This design comes from an exercise in tuning for small area on the open sky130 flow, not from production work. Function was checked by simulation only, so behaviour that the tests miss may differ from the original. No activity file was given, so power comes from the tool's default toggle rates.

// shunt_correlator
module shunt_correlator (
    input  wire               clk,
    input  wire               rst,          
    input  wire               start,        
    input  wire        [3:0]  bin,          
    input  wire        [23:0] lead,         
    input  wire        [23:0] half,         
    input  wire               s_valid,
    input  wire signed [31:0] s_data,       
    output reg                done,
    output wire signed [63:0] a_i,
    output wire signed [63:0] a_q,
    output wire signed [63:0] b_i,
    output wire signed [63:0] b_q
);
    localparam integer AW = 61;    
    reg [AW-1:0] ci, cq, ai, aq;   
    localparam [1:0] R_LEAD = 2'd0, R_A = 2'd1, R_B = 2'd2;
    reg        running;
    reg [1:0]  rg;          
    reg [23:0] cnt;         
    reg [3:0]  k;
    reg [3:0]  step;        
    reg        m_acc, m_first, m_bfirst, m_last;
    wire take = running && s_valid && !start;
    wire cnt_z   = (cnt == 24'd0);
    wire adv     = cnt_z && (rg != R_B);
    wire adv_t   = adv && take;
    wire [1:0]  rg_n  = adv ? rg + 2'd1 : rg;
    wire [23:0] cnt_n;
    decr #(24) dec_c (.a(adv_t ? ai[23:0] : cnt), .en(take), .s(cnt_n));
    wire        last  = (rg_n == R_B) && (cnt_n == 24'd0);
    always @(posedge clk) begin
        if (rst) begin
            running <= 1'b0;
            step    <= 4'd0;
        end else if (start) begin
            running <= 1'b1;
            step    <= 4'd0;
        end else begin
            if (take) begin
                step <= 4'd1;
                if (last) running <= 1'b0;
            end else if (step != 4'd0) begin
                step <= (step == 4'd8) ? 4'd0 : step + 4'd1;
            end
        end
    end
    always @(posedge clk) begin
        cnt <= start ? lead : cnt_n;
        if (start) begin
            k      <= bin;
            rg     <= R_LEAD;
        end else if (take) begin
            rg       <= rg_n;
            m_acc    <= (rg_n != R_LEAD);
            m_first  <= adv;
            m_bfirst <= adv && (rg == R_A);
            m_last   <= last;
        end
    end
    reg [11:0] j;           
    reg [16:0] w;           
    reg [2:0]  wcnt;        
    reg [2:0]  sj;
    reg [16:0] su;
  ...
Size: roughly 2400 cells after synthesis, roughly 21000 um2 of cells after synthesis.
==> flow/config.mk <==
export PLATFORM = sky130hd
export DESIGN_NAME = shunt_correlator
export DESIGN_NICKNAME = shunt_correlator
export VERILOG_FILES = /design/flow/design.v
export SDC_FILE = /design/flow/constraint.sdc
export NUM_CORES = 4
export LEC_CHECK = 0
export ABC_AREA = 1
export CAP_MARGIN = 20
export CORE_MARGIN = 2
export CORE_UTILIZATION = 65
export PLACE_DENSITY = 0.75
export SLEW_MARGIN = 20
export SYNTH_MEMORY_MAX_BITS = 32768
==> flow/constraint.sdc <==
create_clock -name core_clock -period 100.0 [get_ports {clk}]
set_input_delay 20.0000 -clock core_clock [delete_from_list [all_inputs] [get_ports {clk}]]
set_output_delay 20.0000 -clock core_clock [all_outputs]
set_load 0.01 [all_outputs]
standard.sh (not shown) runs the stock make flow with config.mk's settings and CLKGATE_MAP_FILE= SYNTH_SCRIPT=/design/flow/synth_recipe.tcl, a recipe that flattens the netlist after the stock synthesis.
==> flow/flow/run.sh <==
#!/bin/bash
# Standard ORFS layout (the standard.sh, standard synthesis unchanged), with
# floorplan, placement and CTS choices changed:
#  - after floorplan, buffers that ABC added are removed and every logic cell
#    is swapped for the smallest cell of its family (flow/downsize.tcl); the
#    standard repair steps afterwards fix any slew, capacitance or timing need;
#  - every input and output port still gets its own buffer, but a small
#    sky130_fd_sc_hd__buf_1 instead of the default delay-buffer cell;
#  - CTS uses clkbuf_8 in sink clusters of up to 20, without dummy loads.
# Each tool's full output goes to a log file in this folder.
set -euo pipefail
here=$(pwd)
export REMOVE_ABC_BUFFERS=1
export POST_FLOORPLAN_TCL="$here/flow/downsize.tcl"
export BUFFER_PORTS_ARGS="-buffer_cell sky130_fd_sc_hd__buf_1"
export CTS_ARGS="-sink_clustering_enable -repair_clock_nets -dont_use_dummy_load -buf_list sky130_fd_sc_hd__clkbuf_8 -sink_clustering_buffer sky130_fd_sc_hd__clkbuf_16 -sink_clustering_size 28 -sink_clustering_max_diameter 50"
bash standard.sh synth > synth.log 2>&1
bash standard.sh floorplan > floorplan.log 2>&1
bash standard.sh place > place.log 2>&1
bash standard.sh cts > cts.log 2>&1
bash standard.sh finish > finish.log 2>&1
==> flow/flow/downsize.tcl <==
# Swap every logic cell for the smallest-area cell of the same family
# (same function, e.g. nand2_2 -> nand2_1); later repair steps resize
# anything that then misses a slew, capacitance or timing limit.
set dont_use [split $::env(DONT_USE_CELLS)]
set n_swapped 0
set saved 0.0
foreach inst [get_cells *] {
  set cell [get_property $inst ref_name]
  if {![regexp {^(sky130_fd_sc_hd__[a-z0-9]+)_([0-9]+)$} $cell -> base n]} { continue }
  set lc [get_lib_cells -quiet */$cell]
  if {$lc eq ""} { continue }
  set best $cell
  set best_area [get_property $lc area]
  foreach cand [get_lib_cells */${base}_*] {
    set cname [get_name $cand]
    if {![regexp "^${base}_\[0-9\]+\$" $cname]} { continue }
    if {[lsearch -exact $dont_use $cname] >= 0} { continue }
    set a [get_property $cand area]
    if {$a < $best_area} { set best $cname; set best_area $a }
  }
  if {$best ne $cell} {
    set saved [expr {$saved + [get_property $lc area] - $best_area}]
    replace_cell $inst $best
    incr n_swapped
  }
}
puts "downsize: swapped $n_swapped cells, [format %.1f $saved] um2 less"
The first run completed with no timing, DRC or antenna violations.
Next try:
--- a/flow/flow/run.sh
+++ b/flow/flow/run.sh
@@ -14,5 +14,5 @@
 export POST_FLOORPLAN_TCL="$here/flow/downsize.tcl"
 export BUFFER_PORTS_ARGS="-buffer_cell sky130_fd_sc_hd__buf_1"
-export CTS_ARGS="-sink_clustering_enable -repair_clock_nets -dont_use_dummy_load -buf_list sky130_fd_sc_hd__clkbuf_8 -sink_clustering_buffer sky130_fd_sc_hd__clkbuf_16 -sink_clustering_size 28 -sink_clustering_max_diameter 50"
+export CTS_ARGS="-sink_clustering_enable -repair_clock_nets -dont_use_dummy_load -buf_list sky130_fd_sc_hd__clkbuf_8 -sink_clustering_size 20 -sink_clustering_max_diameter 45"
 bash standard.sh synth > synth.log 2>&1
 bash standard.sh floorplan > floorplan.log 2>&1
=> The changed run passed the timing, DRC and antenna checks. Via count went down slightly. Routed wire length went down slightly. Total power went down by a few percent. Clock skew went down by 0.041 ns. Synthesized area does not change.
Next try:
CORE_UTILIZATION = 80   (was 65)
PLACE_DENSITY = 0.88   (was 0.75)
Outcome: The new run failed in 5_1_grt on GRT-0232; area after synthesis is unchanged; synthesized cell count is unchanged.

## run A
shunt_correlator again, from the RTL that the note above started with.
// shunt_correlator
module shunt_correlator (
    input  wire               clk,
    input  wire               rst,          
    input  wire               start,        
    input  wire        [3:0]  bin,          
    input  wire        [23:0] lead,         
    input  wire        [23:0] half,         
    input  wire               s_valid,
    input  wire signed [31:0] s_data,       
    output reg                done,
    output wire signed [63:0] a_i,
    output wire signed [63:0] a_q,
    output wire signed [63:0] b_i,
    output wire signed [63:0] b_q
);
export LEC_CHECK = 0
export ABC_AREA = 1
export CAP_MARGIN = 20
export CORE_MARGIN = 2
export CORE_UTILIZATION = 65
export PLACE_DENSITY = 0.75
export SLEW_MARGIN = 20
export SYNTH_MEMORY_MAX_BITS = 32768
create_clock -name core_clock -period 100.0 [get_ports {clk}]
==> flow/flow/run.sh <==
#!/bin/bash
# Standard ORFS layout (the standard.sh, standard synthesis unchanged), with
# floorplan, placement and CTS choices changed:
#  - after floorplan, buffers that ABC added are removed and every logic cell
#    is swapped for the smallest cell of its family (flow/downsize.tcl); the
#    standard repair steps afterwards fix any slew, capacitance or timing need;
#  - every input and output port still gets its own buffer, but a small
#    sky130_fd_sc_hd__buf_1 instead of the default delay-buffer cell;
#  - CTS uses clkbuf_8 in sink clusters of up to 20, without dummy loads.
# Each tool's full output goes to a log file in this folder.
set -euo pipefail
here=$(pwd)
export REMOVE_ABC_BUFFERS=1
export POST_FLOORPLAN_TCL="$here/flow/downsize.tcl"
export BUFFER_PORTS_ARGS="-buffer_cell sky130_fd_sc_hd__buf_1"
export CTS_ARGS="-sink_clustering_enable -repair_clock_nets -dont_use_dummy_load -buf_list sky130_fd_sc_hd__clkbuf_8 -sink_clustering_size 25 -sink_clustering_max_diameter 50"
bash standard.sh synth > synth.log 2>&1
bash standard.sh floorplan > floorplan.log 2>&1
bash standard.sh place > place.log 2>&1
bash standard.sh cts > cts.log 2>&1
bash standard.sh finish > finish.log 2>&1
Scripts as last shown in full above: flow/flow/downsize.tcl
The flow did not stop early for run A: all stages ran, and the layout cleared the timing, DRC and antenna checks.
Input changes introduced in run B (baseline for comparison: run A):
diff --git a/flow/flow/run.sh b/flow/flow/run.sh
--- a/flow/flow/run.sh
+++ b/flow/flow/run.sh
@@ -15,3 +15,3 @@
 export BUFFER_PORTS_ARGS="-buffer_cell sky130_fd_sc_hd__buf_1"
-export CTS_ARGS="-sink_clustering_enable -repair_clock_nets -dont_use_dummy_load -buf_list sky130_fd_sc_hd__clkbuf_8 -sink_clustering_size 25 -sink_clustering_max_diameter 50"
+export CTS_ARGS="-sink_clustering_enable -repair_clock_nets -dont_use_dummy_load -buf_list sky130_fd_sc_hd__clkbuf_4 -sink_clustering_size 12 -sink_clustering_max_diameter 35"
 bash standard.sh synth > synth.log 2>&1
Findings:
Diff run A..run B | design area | negligible. Count of clock-buffer cells in the layout: run B vs run A up 81%. Between run A and run B, the power after layout figures differ only marginally. Final standard cell utilization of the core of run A is on par with run B. In run B, the via count came out 170 above the value in run A.
The following lists how run C was set up differently from run B:
diff --git a/flow/flow/run.sh b/flow/flow/run.sh
--- a/flow/flow/run.sh
+++ b/flow/flow/run.sh
@@ -15,3 +15,3 @@
 export BUFFER_PORTS_ARGS="-buffer_cell sky130_fd_sc_hd__buf_1"
-export CTS_ARGS="-sink_clustering_enable -repair_clock_nets -dont_use_dummy_load -buf_list sky130_fd_sc_hd__clkbuf_4 -sink_clustering_size 12 -sink_clustering_max_diameter 35"
+export CTS_ARGS="-sink_clustering_enable -repair_clock_nets -dont_use_dummy_load -buf_list sky130_fd_sc_hd__clkbuf_4 -sink_clustering_buffer sky130_fd_sc_hd__clkbuf_8 -sink_clustering_size 20 -sink_clustering_max_diameter 45"
 bash standard.sh synth > synth.log 2>&1
Results
- Diff run B..run C | wire length | negligible
- Compared run C against run B; peak clock frequency supported by timing within noise.
- Compared run C against run B; post-layout instance area within noise.
- Compared with run B, in run C clock buffer instance count of the final layout decreased by 25 relative to the old numbers, detailed route wirelength on metal2 now larger, multi-input gate share of the layout cell area ~0 delta, final critical-path setup slack decreased by 0.031 ns relative to the old numbers.
- The leakage power was comparable across run B and run C.
- On final critical-path share of the clock period, run B and run C are neck and neck.

## separate check: timing with driven ports
No port has a modelled driver above. Below, the same layouts with a new extraction and two added sets of constraints. Step 1: set_driving_cell puts a clkbuf_16 on clk and a buf_2 on each other input, an assumption about the parent block. Step 2 times the ports against the registers' clock, not the clock port: input delays grow and output delays shrink by t, the midpoint of the rising clock arrivals with the driver on. Slacks: no drivers / after step 1 / after step 2; pairs: no drivers / after step 1.
run	t, ns	setup slack, ns	worst data-port slew with drivers (ns)
the first run of note 1	0.625	67.716 / 67.744 / 67.119	0.10
the second run of note 1	0.621	67.689 / 67.716 / 67.096	0.09
run A	0.583	67.724 / 67.751 / 67.168	0.09
run B	0.758	67.899 / 67.924 / 67.166	0.10
run C	0.765	67.868 / 67.894 / 67.129	0.09
After both steps setup and hold are still met in every run listed. For run C, which loses most, drivers alone change the setup slack by +0.026 ns; drivers and shift together by -0.739 ns.
